From an optimization exercise on the open Yosys and OpenROAD flow, aimed at small area, a short achievable clock period and few clock cycles per item; shortcuts taken in it are not production practice.
Only simulation tests tie the RTL to the original design; equivalence was not proved.

## psn_xts_enc
module psn_xts_enc (
    input  wire         clk,
    input  wire         rst_n,
    input  wire         key_we,
    input  wire         key_sel,
    input  wire [2:0]   key_idx,
    input  wire [31:0]  key_word,
    input  wire         in_valid,
    output wire         in_ready,
    input  wire         in_first,     
    input  wire [31:0]  in_unit,      
    input  wire [127:0] in_data,
    output wire         out_valid,
    input  wire         out_ready,
    output wire [127:0] out_data
);
    function [7:0] rcon;
        input [3:0] g;    
        begin
            case (g[3:1])
                3'd1: rcon = 8'h01;  3'd2: rcon = 8'h02;  3'd3: rcon = 8'h04;
                3'd4: rcon = 8'h08;  3'd5: rcon = 8'h10;  3'd6: rcon = 8'h20;
                3'd7: rcon = 8'h40;  default: rcon = 8'h80;
            endcase
        end
    endfunction
    function [127:0] key_grp;
        input [127:0] x;
        input [31:0]  t;
        input [3:0]   g;
        reg   [31:0]  u, w0, w1, w2, w3;
        begin
            u  = g[0] ? t : (t ^ {24'd0, rcon(g)});
            w0 = x[31:0]   ^ u;
            w1 = x[63:32]  ^ w0;
            w2 = x[95:64]  ^ w1;
            w3 = x[127:96] ^ w2;
            key_grp = {w3, w2, w1, w0};
        end
    endfunction
    function [127:0] mul_alpha;
        input [127:0] t;
        begin
            mul_alpha = {t[126:0], 1'b0} ^ (t[127] ? 128'h87 : 128'h0);
        end
    endfunction
    reg          kw_we, kw_sel;
    reg  [15:0]  kw_en;         
    reg  [31:0]  kw_word;
    always @(posedge clk) begin
        if (!rst_n) begin
            kw_we <= 1'b0;
            kw_en <= 16'd0;
        end else begin
            kw_we <= key_we;
  ...
export LEC_CHECK = 0
export ABC_AREA = 1
export CAP_MARGIN = 20
export CORE_MARGIN = 2
export CORE_UTILIZATION = 35
export PLACE_DENSITY = 0.5
export SLEW_MARGIN = 20
export TNS_END_PERCENT = 5
create_clock -name core_clock -period 10.0 [get_ports {clk}]
standard.sh (not shown) runs the stock make flow with config.mk's settings and CLKGATE_MAP_FILE= SYNTH_SCRIPT=/design/flow/synth_recipe.tcl, a recipe that flattens the netlist after the stock synthesis.
==> flow/flow/run.sh <==
#!/bin/bash
# The standard layout (standard.sh), with these changes:
# - Yosys's ABC technology mapping uses an area-oriented script (map -a, then ABC's
#   buffering and sizing) instead of ORFS's abc_area.script. Registers are mapped before
#   ABC runs, so they are the standard synthesis's registers, same names and cells.
# - the port buffers are sky130_fd_sc_hd__buf_4 (every port still gets a buffer);
# - global routing keeps more of met1 free (flow/fastroute.tcl);
# - repair_timing aims at 6.4 ns of setup slack (SETUP_SLACK_MARGIN), so it keeps
#   improving paths longer than 3.6 ns. The clock and all constraints are unchanged.
# Each make step's full log is in orfs/logs/; make's own output is in flow_make.log.
set -euo pipefail
W=$(pwd)
mkdir -p "$W/scripts_abc"
cp -r "$FLOW_HOME/scripts/." "$W/scripts_abc/"
cp "$W/flow/abc_area.script" "$W/scripts_abc/abc_area.script"
EXTRA="SCRIPTS_DIR=$W/scripts_abc ABC_AREA=1 SETUP_SLACK_MARGIN=6.4 FASTROUTE_TCL=$W/flow/fastroute.tcl 'BUFFER_PORTS_ARGS=-buffer_cell sky130_fd_sc_hd__buf_4'"
sed "s|^make -C |make $EXTRA -C |" standard.sh > "$W/standard_abc.sh"
grep -q "SCRIPTS_DIR=$W/scripts_abc" "$W/standard_abc.sh"
bash "$W/standard_abc.sh" > "$W/flow_make.log" 2>&1
==> flow/flow/abc_area.script <==
strash
dch
map -a
topo
stime -c
buffer -c
upsize -c
dnsize -c
==> flow/flow/fastroute.tcl <==
# sky130hd's fastroute.tcl, with met1's global-routing capacity cut further (0.5 instead
# of 0.2) so that fewer signal wires use met1, where the cells' pins are reached.
set_global_routing_layer_adjustment $::env(MIN_ROUTING_LAYER)-$::env(MAX_ROUTING_LAYER) 0.2
set_global_routing_layer_adjustment met1 0.5

set_routing_layers -clock $::env(MIN_CLK_ROUTING_LAYER)-$::env(MAX_ROUTING_LAYER)
set_routing_layers -signal $::env(MIN_ROUTING_LAYER)-$::env(MAX_ROUTING_LAYER)
Testbench counts at the start, summed over its fixed seeds: cycles 4,428, blocks 2,048.
Edit:
- CORE_UTILIZATION: 35 -> 40
- PLACE_DENSITY: 0.5 -> 0.56
Result:
- Now the flow finished but fails on antenna violations
- routed wire length came out lower slightly
- global-route usage came out higher by 3.9 points
- cell count came out lower by a few percent
- design area came out higher slightly
- register-to-register slack hardly moves
- critical path depth came out lower by 11

==> port drivers added, routing unchanged <==
The results above use ideal ports. As a check the final layouts listed here were re-extracted and re-timed, cells and wires unchanged.
Step 1 (the two cells are an assumption about what drives the block):
set clk [get_ports {clk}]
set_driving_cell -lib_cell sky130_fd_sc_hd__clkbuf_16 $clk
set_driving_cell -lib_cell sky130_fd_sc_hd__buf_2 [delete_from_list [all_inputs] $clk]
Step 2 adds t to the input delays and takes it off the output delays; t is the mean of the earliest and latest rising clock arrival at the registers after step 1. Input paths then give back, and output paths get back, about the clock's delay inside the block.
Three values: no drivers, after step 1, after step 2; two values: the first two.
| run | t, ns | setup slack, ns | pins driven straight from the clock port |
|---|---|---|---|
| the first run | 1.349 | 5.742 / 5.679 / 5.408 | 1 |
| the second run | 1.320 | 5.752 / 5.752 / 5.243 | 1 |
For the second run, which loses most, drivers alone change the setup slack by 0.000 ns; drivers and shift together by -0.509 ns.
